This design comes from an exercise in tuning for small area and a short achievable clock period on the open sky130 flow, not from production work. Function was checked by simulation only, so behaviour that the tests miss may differ from the original.

`design/flow/config.mk`:
```
export PLATFORM = sky130hd
export DESIGN_NAME = crc_units
export DESIGN_NICKNAME = crc_units
export VERILOG_FILES = /design/flow/design.v
export SDC_FILE = /design/flow/constraint.sdc
export NUM_CORES = 4
export LEC_CHECK = 0
export CAP_MARGIN = 20
export CORE_MARGIN = 2
export CORE_UTILIZATION = 25
export PLACE_DENSITY = 0.4
export SLEW_MARGIN = 20
```
`design/flow/constraint.sdc`:
```
create_clock -name core_clock -period 70.0 [get_ports {clk}]
set_input_delay 14.0000 -clock core_clock [delete_from_list [all_inputs] [get_ports {clk}]]
set_output_delay 14.0000 -clock core_clock [all_outputs]
set_load 0.01 [all_outputs]
```
`design/flow/design.v`:
```
module crc_engine (
    input  wire [31:0] crc_in,    
    input  wire [31:0] c_top,     
    input  wire [31:0] p_top,     
    input  wire [31:0] poly,      
    input  wire [31:0] mask,
    input  wire [31:0] data,
    input  wire [1:0]  nbytes,    
    input  wire        refin,
    output wire [31:0] crc_out
);
    reg [31:0] m;
    integer i0, t;
    always @* begin
        for (i0 = 0; i0 < 4; i0 = i0 + 1)
            for (t = 0; t < 8; t = t + 1)
                m[8*i0 + t] = refin ? data[8*i0 + t] : data[8*i0 + 7 - t];
    end
    wire [31:0] a, x;
    genvar gi;
    generate
        for (gi = 0; gi < 32; gi = gi + 1) begin : g_ax
            if (gi == 0) begin : g_a0
                assign a[0] = 1'b1;
            end else begin : g_an
                assign a[gi] = p_top[32 - gi];
            end
            assign x[gi] = c_top[31 - gi] ^ m[gi];
        end
    endgenerate
    reg [31:0] b;
    reg        s1;
    integer    n1, i1;
    always @* begin
        b = 32'd0;
        b[0] = 1'b1;
        for (n1 = 1; n1 < 32; n1 = n1 + 1) begin
            s1 = 1'b0;
            for (i1 = 0; 2 * i1 <= n1; i1 = i1 + 1)
                s1 = s1 ^ (b[i1] & a[n1 - 2 * i1]);
            b[n1] = s1;
        end
    end
    reg [31:0] fb;
    reg        s2;
    integer    n2, i2;
    always @* begin
        for (n2 = 0; n2 < 32; n2 = n2 + 1) begin
            s2 = 1'b0;
            for (i2 = 0; i2 <= n2; i2 = i2 + 1)
                s2 = s2 ^ (x[i2] & b[n2 - i2]);
            fb[n2] = s2;
        end
    end
    reg [31:0] q, cs;
    integer i3;
    always @* begin
        q  = 32'd0;
        cs = 32'd0;
        case (nbytes)
            2'd0: begin
                for (i3 = 0; i3 < 8; i3 = i3 + 1) q[i3] = fb[7-i3];
                cs = crc_in << 8;
            end
            2'd1: begin
                for (i3 = 0; i3 < 16; i3 = i3 + 1) q[i3] = fb[15-i3];
                cs = crc_in << 16;
            end
            default: begin
                for (i3 = 0; i3 < 32; i3 = i3 + 1) q[i3] = fb[31-i3];
                cs = 32'd0;
            end
        endcase
    end
    reg [31:0] pr;
    reg        s4;
    integer    n4, i4;
    always @* begin
        for (n4 = 0; n4 < 32; n4 = n4 + 1) begin
            s4 = 1'b0;
            for (i4 = 0; i4 <= n4; i4 = i4 + 1)
                s4 = s4 ^ (q[i4] & poly[n4 - i4]);
            pr[n4] = s4;
        end
    end
    assign crc_out = (cs ^ pr) & mask;
endmodule
module crc_units (
    input  wire        clk,
    input  wire        rst_n,
    input  wire        req_valid,
    input  wire        req_write,
    input  wire [15:0] req_addr,     
    input  wire [1:0]  req_size,     
    input  wire [31:0] req_wdata,
    output reg         rsp_valid,
    output reg         rsp_err,
    output reg  [31:0] rsp_rdata
);
    reg        cfg_en    [0:3];
    reg        cfg_refin [0:3];
    reg        cfg_refout[0:3];
    reg [4:0]  cfg_wm1   [0:3];
    reg [31:0] poly      [0:3];
    reg [31:0] init      [0:3];
    reg [31:0] xorout    [0:3];
    reg [31:0] val       [0:3];
    reg        p_v;
    reg [1:0]  p_u;
    reg [1:0]  p_n;      
    reg [31:0] p_d;
    wire [4:0]  e_sh   = ~cfg_wm1[p_u];                  
    wire [31:0] e_val  = val[p_u];
    wire [31:0] e_poly = poly[p_u];
    wire [31:0] e_mask = 32'hFFFF_FFFF >> e_sh;
    wire [31:0] e_res;
    crc_engine u_engine (
        .crc_in (e_val),
        .c_top  (e_val << e_sh),
        .p_top  (e_poly << e_sh),
        .poly   (e_poly),
        .mask   (e_mask),
        .data   (p_d),
        .nbytes (p_n),
        .refin  (cfg_refin[p_u]),
        .crc_out(e_res)
    );
    wire [1:0] u       = req_addr[7:6];
    wire [3:0] idx     = req_addr[5:2];
    wire       ok      = (req_addr[15:8] == 8'd0) && (idx <= 4'd9) &&
                         (req_size == 2'd2) && (req_addr[1:0] == 2'b00);
    wire       is_data = (idx == 4'd7) || (idx == 4'd8) || (idx == 4'd9);
    wire        s_en     = cfg_en[u];
    wire        s_refin  = cfg_refin[u];
    wire        s_refout = cfg_refout[u];
    wire [4:0]  s_wm1    = cfg_wm1[u];
    wire [31:0] s_poly   = poly[u];
    wire [31:0] s_init   = init[u];
    wire [31:0] s_xorout = xorout[u];
    wire        hit      = p_v && (p_u == u);
    wire [31:0] s_val    = hit ? e_res : val[u];         
    wire [4:0]  s_sh   = ~s_wm1;
    wire [31:0] s_mask = 32'hFFFF_FFFF >> s_sh;
    wire err = !ok || (req_write && is_data && !s_en);
    wire wen = req_valid && req_write && !err;
    wire [31:0] c_top = s_val << s_sh;
    reg  [31:0] refl;
    integer k;
    always @* begin
        for (k = 0; k < 32; k = k + 1)
            refl[k] = c_top[31 - k];
    end
    wire [31:0] res = ((s_refout ? refl : s_val) ^ s_xorout) & s_mask;
    reg [31:0] rd;
    always @* begin
        case (idx)
            4'd0:    rd = {s_en, s_refin, s_refout, 24'd0, s_wm1};
            4'd1:    rd = s_poly & s_mask;
            4'd2:    rd = s_init & s_mask;
            4'd3:    rd = s_xorout & s_mask;
            4'd4:    rd = s_val & s_mask;
            4'd5:    rd = res;
            default: rd = 32'd0;    
        endcase
    end
    always @(posedge clk) begin
        rsp_valid <= rst_n && req_valid;
        rsp_err   <= err;
        rsp_rdata <= (req_write || !ok) ? 32'd0 : rd;
    end
    always @(posedge clk) begin
        p_v <= rst_n && wen && is_data;
        p_u <= u;
        p_n <= idx[1:0] + 2'd1;     
        p_d <= req_wdata;
    end
    wire        rst    = !rst_n;
    wire [31:0] mw     = req_wdata & s_mask;
    wire [31:0] d_poly = rst ? 32'h04C1_1DB7 : mw;
    wire [31:0] d_ones = rst ? 32'hFFFF_FFFF : mw;
    wire [31:0] d_vwr  = rst ? 32'hFFFF_FFFF :
                         (idx == 4'd4) ? mw : (s_init & s_mask);
    wire [7:0]  d_cfg  = rst ? 8'b0111_1111 :    
                         {req_wdata[31:29], req_wdata[4:0]};
    wire        val_wr = (idx == 4'd4) || (idx == 4'd6 && req_wdata[0]);
    genvar g;
    generate
        for (g = 0; g < 4; g = g + 1) begin : g_unit
            wire sel  = wen && (u == g);
            wire vwr  = rst || (sel && val_wr);
            wire vcom = p_v && (p_u == g);
            always @(posedge clk) begin
                if (rst || (sel && idx == 4'd0))
                    {cfg_en[g], cfg_refin[g], cfg_refout[g], cfg_wm1[g]} <= d_cfg;
                if (rst || (sel && idx == 4'd1)) poly[g]   <= d_poly;
                if (rst || (sel && idx == 4'd2)) init[g]   <= d_ones;
                if (rst || (sel && idx == 4'd3)) xorout[g] <= d_ones;
                if (vwr || vcom)                 val[g]    <= vwr ? d_vwr : e_res;
            end
        end
    endgenerate
endmodule
```
`design/flow/run.sh`:
```
#!/bin/bash
# synth_recipe.tcl (not shown) runs the flow's synth.tcl, then flattens the netlist and writes it again
# the make line also repeats each setting of config.mk as NAME=value (left out here)
make -C /OpenROAD-flow-scripts/flow DESIGN_CONFIG=/design/flow/config.mk WORK_HOME=/design/flow/orfs CLKGATE_MAP_FILE= SYNTH_SCRIPT=/design/flow/synth_recipe.tcl finish
```
==> results.json, run 1 <==
{
  "outcome": "complete, no violations",
  "ys.warnings.count": 18,
  "rows": 175,
  "hp-class": "reg -> reg",
  "fmax_ghz": 0.0550,
  "clk_pin_slew_worst_paths_ns": 0.06,
  "synth_ff_type": "edfxtp_1",
  "area_delta_synth_final_pct": 12.1,
  "cts_resized": 0,
  "fin_worst_skew_ns": 0.0297,
  "netlist_area_sq_um": 57300,
  "critical_path_class": "in -> reg",
  "drt_iter0_drc": 5773,
  "critPathBufInv": 3,
  "cts_tree": "done",
  "synthArstFlopShare_pct": 0,
  "rsz0062_at_grt": "no",
  "min_period_ns": 18.17,
  "fp.dieH_um": 483,
  "die_w_um": 483,
  "port_buffers": 87,
  "start_util_pct": 25.2,
  "grt_pass1_wl_um": 406000,
  "pin_count": 88,
  "routed_wl_um": 296000,
  "place.gp.congestion": 0.954,
  "cp-end-kind": "register",
  "max_slew.worst_pin.slew_ns": 1.27,
  "nets": 5907,
  "synth_edf_count": 544,
  "slew_headroom_pct": 14.6,
  "maxSlewViolCount": 0,
  "routedWlPerCell_um": 33.2,
  "drive_gt1_share_pct": 13.9,
  "root_buffer": "clkbuf_16",
  "grt_pass1_vias": 47100,
  "setup-tns-final_ns": 0,
  "finalSetupViolCount": 0,
  "grt_usage_pct": 24.8,
  "avgSynthCellArea_sq_um": 9.63,
  "hpwl_um": 212000,
  "stdcell_area_sq_um": 64200,
  "syn_nets": 6007,
  "first_pass_iters": 6,
  "cts_hold_buf": 0,
  "crit_path_max_fanout": 43,
  "layout_commonest_cell": "nor2_1",
  "overflow": 0,
  "clock_path_buffers": 3,
  "cts_setup_buffers": 0,
  "dieArea_sq_um": 233000,
  "cp.arrival_ns": 18.67,
  "fin_crit_sh_pct": 26.0,
  "ant_nets": 0,
  "drc": 0,
  "ys_types": 116,
  "path_cells": "buf_8, buf_4, mux4_2, nand2_1, inv_1, a31oi_1, mux2i_1, a21boi_1, nand2_1, a31oi_1, o22ai_1, xor2_1, a221oi_1, a211oi_1",
  "path_delay_family": "compound AO/OA/AOI/OAI gates",
  "synthTopCellsByArea": "edfxtp_1 29%, xnor2_1 9.5%, xnor3_1 8.7%",
  "yosys.area.top_type": "edfxtp_1",
  "mostFrequentLayoutCells": "1003 x nor2_1, 646 x nand2_1, 605 x xnor2_1",
  "via_per_inst": 5.54,
  "start_kind": "primary input",
  "coreArea_sq_um": 227000,
  "grt_max_degree": 123,
  "slowest_delay_ns": 0.73,
  "synthCells": 5943,
  "cap_violations": 0,
  "vias": 49400,
  "synth_top_area_share_pct": 28.5,
  "cp.required_ns": 70.50,
  "synth_seq_cells": 615,
  "hold_violations": 0,
  "clock_latency_ns": 0.69,
  "numClockSinks": 615,
  "critPathSlowestCell": "buf_4",
  "numCtsBuffers": 69,
  "antenna_found_initial": 19,
  "place_area_sq_um": 61900,
  "cts.htree.levels": 3,
  "ys_seq_area_share_pct": 31.0
}
[path summary, 6_finish.rpt]
path         slack, ns                  endpoint                start  cells after the start
min               0.76           rsp_err$_DFF_P_  cfg_en[3]$_DFFE_PP_                      2
min reg2reg       0.76           rsp_err$_DFF_P_  cfg_en[3]$_DFFE_PP_                      2
max reg2reg      54.79   rsp_rdata[2]$_SDFF_PP0_       p_u[0]$_DFF_P_                     34
max              51.83  rsp_rdata[21]$_SDFF_PP0_          req_addr[7]                     14
[sequential cells by signal (all words and copies together) (netlist names)]
| signal | cells |
|---|---|
| rsp_err | 1 |
| cfg_refin | 4 |
| cfg_en | 4 |
| rsp_valid | 1 |
| p_v | 1 |
| init | 128 |
| p_u | 2 |
| cfg_wm1 | 20 |
| rsp_rdata | 32 |
| val | 128 |
| cfg_refout | 4 |
| xorout | 128 |
| p_d | 32 |
| p_n | 2 |
| poly | 128 |
[worst register-to-register path, delay by kind of cell, from the launching register on]
family,cells,cell delay (ns)
xor+xnor,9,3.37
compound gates,10,4.03
fa+ha+maj,1,0.77
flops,1,0.75
buf+inv,5,2.99
mux,3,1.82
simple gates,6,1.35
[per-layer routing]
layer	global-route usage, %	wire, um	up-vias
li1	-	-	21200
met1	33.3	126000	25200
met2	39.1	134000	2507
met3	3.66	21400	500
met4	11.3	15100	12
met5	0	84	-
[through the flow]
| step | hold WS, ns | setup slack (ns) | util, % | instances |
|---|---|---|---|---|
| finish | 0.763 | 51.83 | 28.2 | 8914 |
| floorplan | 0.683 | 50.35 | - | 5943 |
| CTS | 0.756 | 51.87 | 28.2 | 8906 |
| detailed placement | 0.742 | 51.17 | 27.2 | 8781 |
| global route | 0.803 | 51.71 | 28.2 | 8906 |
| global placement | 0.735 | 51.21 | 27.2 | 8781 |
[cell families after synthesis]
kind of cell	Yosys count	synth area share, %
xor gates and xnor gates	1037	21.8
and+or+nand+nor	2090	15.3
AOI/OAI and AO/OA	1131	13.2
DFF	615	31.0
adders and majority gates	10	0.219
buffers and inverters	525	4.22
muxes	535	14.2
[Yosys cell counts (all sizes together) (14+ instances only)]
cell type / number
dfxtp: 71
o211ai: 42
a21oi: 245
nand2b: 47
buf: 205
o31ai: 24
mux4: 210
and2: 48
inv: 32
or3: 26
o21ai: 232
and3: 23
o21a: 17
edfxtp: 544
a211oi: 129
nand2: 650
nand4: 17
a22o: 14
xnor3: 223
a22oi: 37
nor2b: 29
o22ai: 89
a32oi: 14
mux2: 108
xor3: 14
nor3: 103
clkbuf: 287
nand3: 76
a31oi: 102
o221ai: 14
xnor2: 633
nor2: 1014
xor2: 167
a221oi: 25
mux2i: 217
or2: 26
[cell type report]
type                       instances  area [sq um]
fill                           23800        163000
multi-input combinational       4803         37600
sequential                       615         17800
tap                             3009          3760
timing repair buffer             321          2690
clock buffer                      86          1830
clock inverter                    39           397
inverter                          33           124
antenna                            8          20.0
==> run 2, diff against run 1 <==
--- a/design/flow/design.v
+++ b/design/flow/design.v
@@ -107,7 +107,8 @@
     reg [31:0] val       [0:3];
     reg        p_v;
+    reg        p_dat;    
     reg [1:0]  p_u;
     reg [1:0]  p_n;      
-    reg [31:0] p_d;
+    reg [31:0] p_d;      
     wire [4:0]  e_sh   = ~cfg_wm1[p_u];                  
     wire [31:0] e_val  = val[p_u];
@@ -126,4 +127,5 @@
         .crc_out(e_res)
     );
+    wire [31:0] p_new = p_dat ? e_res : (p_d & e_mask);
     wire [1:0] u       = req_addr[7:6];
     wire [3:0] idx     = req_addr[5:2];
@@ -139,5 +141,5 @@
     wire [31:0] s_xorout = xorout[u];
     wire        hit      = p_v && (p_u == u);
-    wire [31:0] s_val    = hit ? e_res : val[u];         
+    wire [31:0] s_val    = hit ? p_new : val[u];         
     wire [4:0]  s_sh   = ~s_wm1;
     wire [31:0] s_mask = 32'hFFFF_FFFF >> s_sh;
@@ -169,9 +171,11 @@
         rsp_rdata <= (req_write || !ok) ? 32'd0 : rd;
     end
+    wire val_wr = (idx == 4'd4) || (idx == 4'd6 && req_wdata[0]);
     always @(posedge clk) begin
-        p_v <= rst_n && wen && is_data;
-        p_u <= u;
-        p_n <= idx[1:0] + 2'd1;     
-        p_d <= req_wdata;
+        p_v   <= rst_n && wen && (is_data || val_wr);
+        p_dat <= is_data;
+        p_u   <= u;
+        p_n   <= idx[1:0] + 2'd1;     
+        p_d   <= (idx == 4'd6) ? s_init : req_wdata;
     end
     wire        rst    = !rst_n;
@@ -179,15 +183,11 @@
     wire [31:0] d_poly = rst ? 32'h04C1_1DB7 : mw;
     wire [31:0] d_ones = rst ? 32'hFFFF_FFFF : mw;
-    wire [31:0] d_vwr  = rst ? 32'hFFFF_FFFF :
-                         (idx == 4'd4) ? mw : (s_init & s_mask);
+    wire [31:0] d_val  = rst ? 32'hFFFF_FFFF : p_new;
     wire [7:0]  d_cfg  = rst ? 8'b0111_1111 :    
                          {req_wdata[31:29], req_wdata[4:0]};
-    wire        val_wr = (idx == 4'd4) || (idx == 4'd6 && req_wdata[0]);
     genvar g;
     generate
         for (g = 0; g < 4; g = g + 1) begin : g_unit
-            wire sel  = wen && (u == g);
-            wire vwr  = rst || (sel && val_wr);
-            wire vcom = p_v && (p_u == g);
+            wire sel = wen && (u == g);
             always @(posedge clk) begin
                 if (rst || (sel && idx == 4'd0))
@@ -196,5 +196,5 @@
                 if (rst || (sel && idx == 4'd2)) init[g]   <= d_ones;
                 if (rst || (sel && idx == 4'd3)) xorout[g] <= d_ones;
-                if (vwr || vcom)                 val[g]    <= vwr ? d_vwr : e_res;
+                if (rst || (p_v && p_u == g))    val[g]    <= d_val;
             end
         end
==> design/flow/flow/run.sh (new file) <==
#!/bin/bash
# Standard ORFS layout, with timing repair aimed at a setup slack margin so
# that the resizer works on the achieved period (the SDC is unchanged).
set -euo pipefail
MARGIN=$(cat flow/margin.txt)
bash standard.sh SETUP_SLACK_MARGIN=$MARGIN finish > flow_make.log 2>&1
==> design/flow/flow/margin.txt (new file) <==
54
==> design/flow/standard.sh (new file) <==
#!/bin/bash
# synth_recipe.tcl (not shown) runs the flow's synth.tcl, then flattens the netlist and writes it again
# the make line also repeats each setting of config.mk as NAME=value (left out here)
make -C /OpenROAD-flow-scripts/flow DESIGN_CONFIG=/design/flow/config.mk WORK_HOME=/design/flow/orfs CLKGATE_MAP_FILE= SYNTH_SCRIPT=/design/flow/synth_recipe.tcl "${@:-finish}"
removed: design/flow/run.sh
==> run 2 against run 1 <==
Still clean on timing, DRC and antenna. Non-clock buffer count is 128 higher. Routed wire length is 5.8% lower. Flip-flop and latch count is 1 higher. Setup slack better by 1.7 ns. Fmax is 10% higher. Critical path depth is 4 higher. Area after synthesis is 3.9% lower. Utilization is 1.5 points higher. Clock skew is 0.011 ns higher. Critical endpoint is now rsp_rdata[5]$_SDFF_PP0_. Largest cell class unchanged.
==> results.json, run 2 <==
{
  "hold_violations": 0,
  "synth_seq_cells": 616,
  "synthArstFlopShare_pct": 0,
  "hpwl_um": 193000,
  "finalSetupViolCount": 0,
  "nets": 5721,
  "ys_seq_area_share_pct": 32.3,
  "fin_crit_sh_pct": 23.6,
  "clock_path_buffers": 3,
  "clock_latency_ns": 0.67,
  "synthTopCellsByArea": "edfxtp_1 30%, xnor2_1 11%, mux4_2 8.6%",
  "setup-tns-final_ns": 0,
  "clk_pin_slew_worst_paths_ns": 0.07,
  "slew_headroom_pct": 27.3,
  "antenna_found_initial": 6,
  "fp.dieH_um": 473,
  "synth_most_common_cell": "nor2_1",
  "grt_pass1_vias": 45500,
  "numCtsBuffers": 67,
  "wl_met2_um": 128000,
  "drt_iter0_drc": 5873,
  "cts_hold_buf": 0,
  "ant_nets": 0,
  "cap_violations": 0,
  "place.gp.congestion": 0.937,
  "mostFrequentLayoutCells": "711 x nor2_1, 706 x xnor2_1, 697 x nand2_1",
  "routedWlPerCell_um": 32.5,
  "cp.arrival_ns": 17.03,
  "drive_gt1_share_pct": 19.8,
  "routed_wl_um": 279000,
  "grt_pass1_wl_um": 381000,
  "synth_ff_type": "edfxtp_1",
  "grt_max_degree": 122,
  "numClockSinks": 616,
  "cts.htree.levels": 3,
  "met3_length_um": 19000,
  "cp-end-kind": "register",
  "outcome": "complete, no violations",
  "die_w_um": 473,
  "area_delta_synth_final_pct": 18.6,
  "synth_top_area_share_pct": 29.7,
  "root_buffer": "clkbuf_16",
  "netlist_area_sq_um": 55000,
  "grt_usage_pct": 24.0,
  "multi_input_area_sq_um": 36800,
  "fmax_ghz": 0.0606,
  "synthCells": 5585,
  "hp-class": "reg -> reg",
  "port_buffers": 87,
  "seq_area_sq_um": 17800,
  "start_kind": "primary input",
  "yosys.area.top_type": "edfxtp_1",
  "vias": 47300,
  "first_pass_iters": 6,
  "overflow": 0,
  "highest_layer": "met5",
  "rows": 172,
  "wl_met1_um": 117000,
  "ys.warnings.count": 18,
  "worstHoldPathCells": 3,
  "maxSlewViolCount": 0,
  "pre_cts_ws_ns": 51.35,
  "critical_path_class": "in -> reg",
  "layout_setup_ws_ns": 53.49,
  "via_per_inst": 5.52,
  "coreArea_sq_um": 219000,
  "reg2regPathDepth": 42,
  "layout_commonest_cell": "nor2_1",
  "fin_worst_skew_ns": 0.0403,
  "cts_tree": "done",
  "cp.required_ns": 70.53,
  "crit_path_max_fanout": 8,
  "nFillCells": 22700,
  "syn_nets": 5648,
  "rsz0062_at_grt": "yes",
  "avgSynthCellArea_sq_um": 9.85,
  "pin_count": 88,
  "drc": 0,
  "max_slew.worst_pin.slew_ns": 1.08,
  "start_util_pct": 25.1,
  "yosys-top-cells-count": "730 x nor2_1, 720 x nand2_1, 720 x xnor2_1",
  "dieArea_sq_um": 224000,
  "min_period_ns": 16.51,
  "ys_types": 122,
  "synth_edf_count": 544
}
==> run 2: cell types whose count changed after synthesis, sizes merged, moves of 19 or more <==
cell / previous run / this run
a21oi: 245 / 189
nor2: 1014 / 738
xnor3: 223 / 171
xnor2: 633 / 731
nand2: 650 / 724
xor2: 167 / 186
clkbuf: 287 / 239
a211oi: 129 / 101
o22ai: 89 / 64
a31oi: 102 / 30
==> run 2: critical path, cell delays in order <==
cell	delay, ns
clkbuf_16	0.15
xnor2_4	0.21
nand3_4	0.18
buf_6	0.18
buf_16	0.14
nor4b_4	0.30
a221oi_4	0.05
buf_6	0.15
mux2_4	0.29
nor2_4	0.14
buf_4	0.13
a221oi_4	0.06
o21ai_2	0.14
o2bb2ai_1	0.08
a221oi_2	0.32
xor2_1	0.11
a221oi_1	0.30
nor2_1	0.07
==> run 2: metal layers <==
metal,global-route usage (%),up-vias
li1,-,20300
met5,0,-
met3,2.96,495
met2,38.7,2468
met1,32.2,24100
met4,10.3,2
==> run 2: final timing paths <==
| kind | start | endpoint | slack, ns |
|---|---|---|---|
| worst max-delay path | req_addr[6] | rsp_rdata[5]$_SDFF_PP0_ | 53.49 |
| worst min register to register | cfg_en[1]$_DFFE_PP_ | rsp_rdata[31]$_SDFF_PP0_ | 0.75 |
| worst min-delay path | cfg_en[1]$_DFFE_PP_ | rsp_rdata[31]$_SDFF_PP0_ | 0.75 |
| worst max register to register | p_u[1]$_DFF_P_ | rsp_rdata[5]$_SDFF_PP0_ | 54.19 |
==> run 2: timing repair <==
item | 4_1_cts | 5_1_grt
gates resized for setup | 225 | 150
gates cloned | 16 | 12
hold endpoints to repair | 0 | 0
pin swaps | 51 | 72
buffers inserted | 76 | 39
endpoints found under the setup margin | 882 | 572
==> run 2: cell families after synthesis <==
| family | count (synthesis) | synth area share [%] |
|---|---|---|
| fa+ha+maj | 9 | 0.205 |
| flops | 616 | 32.3 |
| buf+inv | 485 | 4.03 |
| mux | 526 | 14.6 |
| simple gates | 1870 | 14.5 |
| xor+xnor | 1098 | 22.2 |
| compound gates | 981 | 12.1 |
==> run 2: metrics by stage <==
stage	hold WS [ns]	std cells	instance area (sq um)	util (%)
floorplan	0.670	5585	55800	-
global placement	0.744	8317	59800	27.3
detailed placement	0.760	8317	59800	27.3
CTS	0.767	8531	64000	29.2
global route	0.818	8582	65300	29.8
finish	0.754	8583	65300	29.8
==> run 2: area by class of cell <==
| cell class | count | share of cell area [%] |
|---|---|---|
| antenna | 1 | 0.00383 |
| clock buffer | 91 | 2.90 |
| clock inverter | 31 | 0.533 |
| inverter | 39 | 0.232 |
| multi-input combinational | 4485 | 56.4 |
| sequential | 616 | 27.3 |
| tap | 2871 | 5.50 |
| timing repair buffer | 449 | 7.13 |

re-timing with driven ports:
Ports are ideal in the flow. The routed layouts listed here were re-timed in OpenROAD.
Step 1: set_driving_cell puts a clkbuf_16 on clk and a buf_2 on each other input, an assumption about the parent block.
Step 2, shift: input delay + t, output delay - t, t = (earliest + latest rising clock arrival at the registers) / 2. This alone moves slack from input paths to output paths.
a / b / c = no drivers / after step 1 / after step 2; a / b = the first two.
run | shift t [ns] | setup slack, ns | hold WS [ns] | worst setup path at the end | worst slew at a driven data input, ns
run 1 | 0.752 | 51.832 / 51.836 / 51.084 | 0.763 / 0.763 / 0.763 | input to register | 0.07
run 2 | 0.721 | 53.490 / 53.318 / 52.597 | 0.754 / 0.754 / 0.754 | input to register | 0.33
After both steps setup and hold are still met in every run listed. The setup slack of run 2, which loses most, moves by -0.172 ns with the drivers and by -0.893 ns with both steps.
